Context: an optimization exercise on an open-source flow, tuned for small area and a short achievable clock period. The choices shown serve that exercise and are no tape-out recipe.
The RTL was checked by simulation tests, not by an equivalence proof against the original design.
Power figures rest on the tool's default switching activity, not on a simulated workload.

==> job 1160 <==
==> flow/design.v <==
module qos_out_arb (
    input  wire        clk,
    input  wire        rst,           
    input  wire [17:0] cfg_level,     
    input  wire [71:0] cfg_weight,    
    input  wire [7:0]  cfg_starve,    
    input  wire        arb_en,        
    input  wire [9:0]  req,           
    input  wire [35:0] req_cells,     
    output wire        gnt_valid,
    output wire [3:0]  gnt_id,
    output wire [15:0] starve_promotions
);
    localparam N = 9;
    reg        [1:0] lvl      [0:N-1];    
    reg        [7:0] used     [0:N-1];
    reg        [3:0] ptr      [0:3];
    reg       [13:0] wait_cnt [0:N-1];    
    reg       [15:0] promo_cnt;
    assign starve_promotions = promo_cnt;
    reg  [N-1:0] starved;
    reg  [2:0]   key [0:N-1];
    reg  [N-1:0] beats [0:N-1];    
    reg  [N-1:0] first;            
    reg  [N-1:0] onehot;           
    reg  [N-1:0] passed;
    reg  [3:0]   win;
    reg  [3:0]   win_next;
    reg  [1:0]   win_level;
    integer e, j;
    always @(*) begin
        for (e = 0; e < N; e = e + 1) begin
            starved[e] = lvl[e] == 2'd0 && cfg_level[2*e +: 2] != 2'd0;
            key[e] = {lvl[e], e < ptr[lvl[e]]};
        end
        for (e = 0; e < N; e = e + 1)
            for (j = 0; j < N; j = j + 1)
                beats[e][j] = (e < j) ? key[e] <= key[j] : key[e] < key[j];
        for (e = 0; e < N; e = e + 1) begin
            first[e] = 1'b1;
            for (j = 0; j < N; j = j + 1)
                if (j != e && req[j] && !beats[e][j])
                    first[e] = 1'b0;
        end
        onehot = first & req[8:0];
        win = 4'd0;
        win_next = 4'd0;
        win_level = 2'd0;
        for (e = 0; e < N; e = e + 1)
            if (onehot[e]) begin
                win = win | e;
                win_next = win_next | ((e + 1) % N);
                win_level = win_level | lvl[e];
            end
        for (e = 0; e < N; e = e + 1)
            passed[e] = first[e] & ~req[e] & (lvl[e] == win_level) & |req[8:0];
    end
    assign gnt_valid = arb_en & |req;
    assign gnt_id    = req[9] ? 4'd9 : win;
    wire grant_entry = arb_en & ~req[9];    
    reg  [7:0] u_w;
    reg  [7:0] w_w;
    reg  [3:0] c_w;
    reg  [8:0] s;             
    reg  [9:0] t;             
    reg        refill;        
    reg  [4:0] lim;           
    reg  [7:0] used_new;
    always @(*) begin
        u_w = 8'd0;
        w_w = 8'd0;
        c_w = 4'd0;
        for (e = 0; e < N; e = e + 1)
            if (onehot[e]) begin
                u_w = u_w | used[e];
                w_w = w_w | cfg_weight[8*e +: 8];
                c_w = c_w | req_cells[4*e +: 4];
            end
        s = {1'b0, u_w} + {5'd0, c_w} + 9'd1;
        t = {1'b0, s} - {2'b00, w_w};
        refill = ~t[9];
        lim = {1'b0, w_w[3:0]} + 5'd9;
        if (!refill)
            used_new = s[7:0];
        else if (w_w[7:4] == 4'd0 && t[4:0] > lim)
            used_new = {3'd0, lim};
        else
            used_new = {3'd0, t[4:0]};
    end
    wire [13:0] wait_zero = {8'd0 - cfg_starve, 6'd0};
    wire       guard_off = cfg_starve == 8'd0;
    reg  [N-1:0] gi, clr, hit, promo;
    reg  [3:0]   promo_add;
    integer i;
    always @(*) begin
        promo_add = 4'd0;
        for (i = 0; i < N; i = i + 1) begin
            gi[i]    = grant_entry & onehot[i];
            clr[i]   = cfg_level[2*i +: 2] == 2'd0 || guard_off || !req[i];
            hit[i]   = &wait_cnt[i];
            promo[i] = !gi[i] && !clr[i] && hit[i] && !starved[i];
            promo_add = promo_add + {3'd0, promo[i]};
        end
    end
    always @(posedge clk) begin
        for (i = 0; i < N; i = i + 1) begin
            if (rst || (grant_entry && passed[i]))
                used[i] <= 8'd0;
            else if (gi[i])
                used[i] <= used_new;
            if (rst || gi[i] || clr[i] || hit[i])
                wait_cnt[i] <= wait_zero;
            else
                wait_cnt[i] <= wait_cnt[i] + 14'd1;
            if (rst || gi[i])
                lvl[i] <= cfg_level[2*i +: 2];
            else if (promo[i])
                lvl[i] <= 2'd0;
        end
        for (i = 0; i < 4; i = i + 1)
            if (rst)
                ptr[i] <= 4'd0;
            else if (grant_entry && |onehot && refill && win_level == i)
                ptr[i] <= win_next;
        if (rst)
            promo_cnt <= 16'd0;
        else
            promo_cnt <= promo_cnt + {12'd0, promo_add};
    end
endmodule
==> flow/flow/run.sh <==
#!/bin/bash
# The standard layout with these changes:
# * synthesis maps the logic with flow/area.abc, an area-oriented ABC script
#   (flow/synth.tcl is synth_recipe.tcl with the abc call pointed at it), and
#   leaves adders to ABC instead of mapping them to full-adder cells first;
#   the registers come out of the same steps as in the standard synthesis;
# * each port gets a plain buf_1 instead of the delay buffer buffer_ports picks,
#   and after global placement flow/upsize_ports.tcl makes the buffers of the
#   ports on the request-to-grant path buf_4 (inputs) and buf_2 (outputs);
# * clock tree synthesis uses smaller clock buffers and no dummy loads.
set -uo pipefail
F=$PWD/flow
export MY_ABC_SCRIPT=$F/area.abc
export BUFFER_PORTS_ARGS="-buffer_cell sky130_fd_sc_hd__buf_1"
export POST_GLOBAL_PLACE_TCL=$F/upsize_ports.tcl
export CTS_ARGS="-sink_clustering_enable -repair_clock_nets -dont_use_dummy_load -buf_list {sky130_fd_sc_hd__clkbuf_8} -sink_clustering_size 12 -sink_clustering_max_diameter 80"
export GPL_TIMING_DRIVEN=0
bash standard.sh SYNTH_SCRIPT=$F/synth.tcl ADDER_MAP_FILE= finish > standard.log 2>&1
==> flow/flow/area.abc <==
strash
dc2
&get -n
&dch -f
&nf -R 1000
&put
topo
stime -c
==> flow/flow/synth.tcl <==
proc synth {args} { yosys synth -nofsm -noshare {*}$args }
proc abc {args} {
  set i [lsearch -exact $args -script]
  if {$i >= 0 && [info exists ::env(MY_ABC_SCRIPT)]} { lset args [expr {$i + 1}] $::env(MY_ABC_SCRIPT) }
  yosys abc {*}$args
}
source $::env(SCRIPTS_DIR)/synth.tcl
# left out here: clear keep_hierarchy, flatten, clean up, hide names made inside functions, write 1_2_yosys.v
==> flow/flow/upsize_ports.tcl <==
# Port buffers start as buf_1; the ports on the request-to-grant path get stronger ones.
set block [ord::get_db_block]
foreach bterm [$block getBTerms] {
  set name [$bterm getName]
  if {[regexp {^(req\[\d+\]|arb_en)$} $name]} {
    set cell sky130_fd_sc_hd__buf_4
  } elseif {[regexp {^(gnt_id\[\d+\]|gnt_valid)$} $name]} {
    set cell sky130_fd_sc_hd__buf_2
  } else {
    continue
  }
  set net [$bterm getNet]
  foreach iterm [$net getITerms] {
    set inst [$iterm getInst]
    if {[string match "sky130_fd_sc_hd__buf_*" [[$inst getMaster] getName]]} {
      replace_cell [$inst getName] $cell
    }
  }
}
==> flow/standard.sh <==
#!/bin/bash
# synth_recipe.tcl (not shown) runs the flow's synth.tcl, then flattens the netlist and writes it again
# the make line also repeats each setting of config.mk as NAME=value (left out here)
make -C /OpenROAD-flow-scripts/flow DESIGN_CONFIG=/design/flow/config.mk WORK_HOME=/design/flow/orfs CLKGATE_MAP_FILE= SYNTH_SCRIPT=/design/flow/synth_recipe.tcl "${@:-finish}"
==> flow/config.mk <==
export PLATFORM = sky130hd
export DESIGN_NAME = qos_out_arb
export DESIGN_NICKNAME = qos_out_arb
export VERILOG_FILES = /design/flow/design.v
export SDC_FILE = /design/flow/constraint.sdc
export NUM_CORES = 4
export LEC_CHECK = 0
export CAP_MARGIN = 20
export CORE_MARGIN = 2
export CORE_UTILIZATION = 40
export PLACE_DENSITY = 0.6
export SLEW_MARGIN = 20
==> flow/constraint.sdc <==
create_clock -name core_clock -period 26.0 [get_ports {clk}]
set_input_delay 5.2000 -clock core_clock [delete_from_list [all_inputs] [get_ports {clk}]]
set_output_delay 5.2000 -clock core_clock [all_outputs]
set_load 0.01 [all_outputs]
==> inputs of job 3058, as changes to job 1160 <==
--- a/flow/flow/run.sh
+++ b/flow/flow/run.sh
@@ -16,3 +16,2 @@
 export CTS_ARGS="-sink_clustering_enable -repair_clock_nets -dont_use_dummy_load -buf_list {sky130_fd_sc_hd__clkbuf_8} -sink_clustering_size 12 -sink_clustering_max_diameter 80"
-export GPL_TIMING_DRIVEN=0
 bash standard.sh SYNTH_SCRIPT=$F/synth.tcl ADDER_MAP_FILE= finish > standard.log 2>&1
--- a/flow/config.mk
+++ b/flow/config.mk
@@ -9,4 +9,4 @@
 export CORE_MARGIN = 2
-export CORE_UTILIZATION = 40
-export PLACE_DENSITY = 0.6
+export CORE_UTILIZATION = 55
+export PLACE_DENSITY = 0.7
 export SLEW_MARGIN = 20
==> inputs of job 6682, as changes to job 1160 <==
--- a/flow/design.v
+++ b/flow/design.v
@@ -25,2 +25,3 @@
     reg  [N-1:0] onehot;           
+    reg  [3:0]   any_at;           
     reg  [N-1:0] passed;
@@ -45,2 +46,8 @@
         onehot = first & req[8:0];
+        any_at = 4'd0;
+        for (e = 0; e < N; e = e + 1)
+            if (req[e])
+                any_at[lvl[e]] = 1'b1;
+        for (e = 0; e < N; e = e + 1)
+            passed[e] = first[e] & ~req[e] & any_at[lvl[e]];
         win = 4'd0;
@@ -54,4 +61,2 @@
             end
-        for (e = 0; e < N; e = e + 1)
-            passed[e] = first[e] & ~req[e] & (lvl[e] == win_level) & |req[8:0];
     end
--- a/flow/flow/run.sh
+++ b/flow/flow/run.sh
@@ -16,3 +16,2 @@
 export CTS_ARGS="-sink_clustering_enable -repair_clock_nets -dont_use_dummy_load -buf_list {sky130_fd_sc_hd__clkbuf_8} -sink_clustering_size 12 -sink_clustering_max_diameter 80"
-export GPL_TIMING_DRIVEN=0
 bash standard.sh SYNTH_SCRIPT=$F/synth.tcl ADDER_MAP_FILE= finish > standard.log 2>&1
==> run summary <==
Result of the run: job 3058 finished clean; job 1160 finished clean; job 6682 finished clean
Period utilisation layout: job 3058 0.474; job 1160 0.496; job 6682 0.474
Net switching power figure: job 3058 0.272 mW; job 1160 0.274 mW; job 6682 0.279 mW
Area of the core: job 3058 0.0233 mm^2; job 1160 0.0316 mm^2; job 6682 0.0325 mm^2
Mean instance size in the synthesized netlist: job 3058 8.28 um^2; job 1160 8.28 um^2; job 6682 8.19 um^2
Final critical-path required period: job 3058 12.33 ns; job 1160 12.88 ns; job 6682 12.31 ns
Power per cell area: job 3058 57.1 mW/mm^2; job 1160 57.1 mW/mm^2; job 6682 55.8 mW/mm^2
Average detailed-routed wire length per instance: job 3058 21.1 um; job 1160 20.3 um; job 6682 21.8 um
Arithmetic-cell share of the synthesized area counting full adders, half adders and majority gates: job 3058 0.00931; job 1160 0.00931; job 6682 0.00834
Multi-input gate count: job 3058 1,268; job 1160 1,268; job 6682 1,322
Slew at the pin closest to its max-slew limit: job 3058 1.11 ns; job 1160 1.13 ns; job 6682 1.03 ns
Per-cell via count in the routed design: job 3058 6.44; job 1160 6.10; job 6682 6.26
Post-route clock skew: job 3058 0.0414 ns; job 1160 0.0836 ns; job 6682 0.0895 ns
Buffer count excluding the clock tree in the final layout: job 3058 187; job 1160 182; job 6682 194
Effective utilization at floorplan: job 3058 0.555; job 1160 0.408; job 6682 0.406
Met3 Usage GRT: job 3058 0.0765; job 1160 0.0454; job 6682 0.0513
Minimum setup slack after placement: job 3058 13.70 ns; job 1160 13.25 ns; job 6682 13.71 ns
Length of the first detailed-routing pass in iterations: job 3058 6; job 1160 9; job 6682 8
Delay of the slowest critical-path stage: job 3058 0.30 ns; job 1160 0.66 ns; job 6682 0.37 ns
Worst max-slew margin expressed relative to the limit: job 3058 0.248; job 1160 0.241; job 6682 0.314
Clock insertion delay at the later pin of the skew report: job 3058 0.56 ns; job 1160 0.56 ns; job 6682 0.57 ns
Critical Path Fanout Max: job 3058 23; job 1160 13; job 6682 24
Fill cell total of the finished layout: job 3058 2,119; job 1160 3,128; job 6682 3,295
Worst-case hold path end point: job 3058 wait_cnt[1][0]; job 1160 wait_cnt[7][0]; job 6682 wait_cnt[1][0]
Sequential cell fraction of total power: job 3058 0.509; job 1160 0.505; job 6682 0.504

[static timing again, ports no longer ideal]
How much do the figures lean on ideal ports? The routed layouts below were timed once more, with nothing changed but the port constraints. Step 1, drivers: a clkbuf_16 drives clk and a buf_2 each remaining input, both assumed. Step 2, shift: input delay + t, output delay - t, t = (earliest + latest rising clock arrival at the registers) / 2. This alone moves slack from input paths to output paths. Slacks: ideal / step 1 / step 2; pairs: ideal / step 1.
run	t, ns	setup WS [ns]	hold WS [ns]	clock arrival spread, ns	worst register clock-pin slew, ns
job 1160	0.561	13.116 / 13.069 / 13.069	0.460 / 0.460 / 0.460	0.087 / 0.087	0.08 / 0.08
job 3058	0.583	13.667 / 13.645 / 13.645	0.464 / 0.464 / 0.464	0.041 / 0.041	0.09 / 0.09
job 6682	0.579	13.685 / 13.656 / 13.656	0.470 / 0.470 / 0.470	0.090 / 0.089	0.09 / 0.09
After both steps every run listed still meets setup and hold. For job 1160, which loses most, drivers alone change the setup slack by -0.047 ns; drivers and shift together by -0.047 ns.
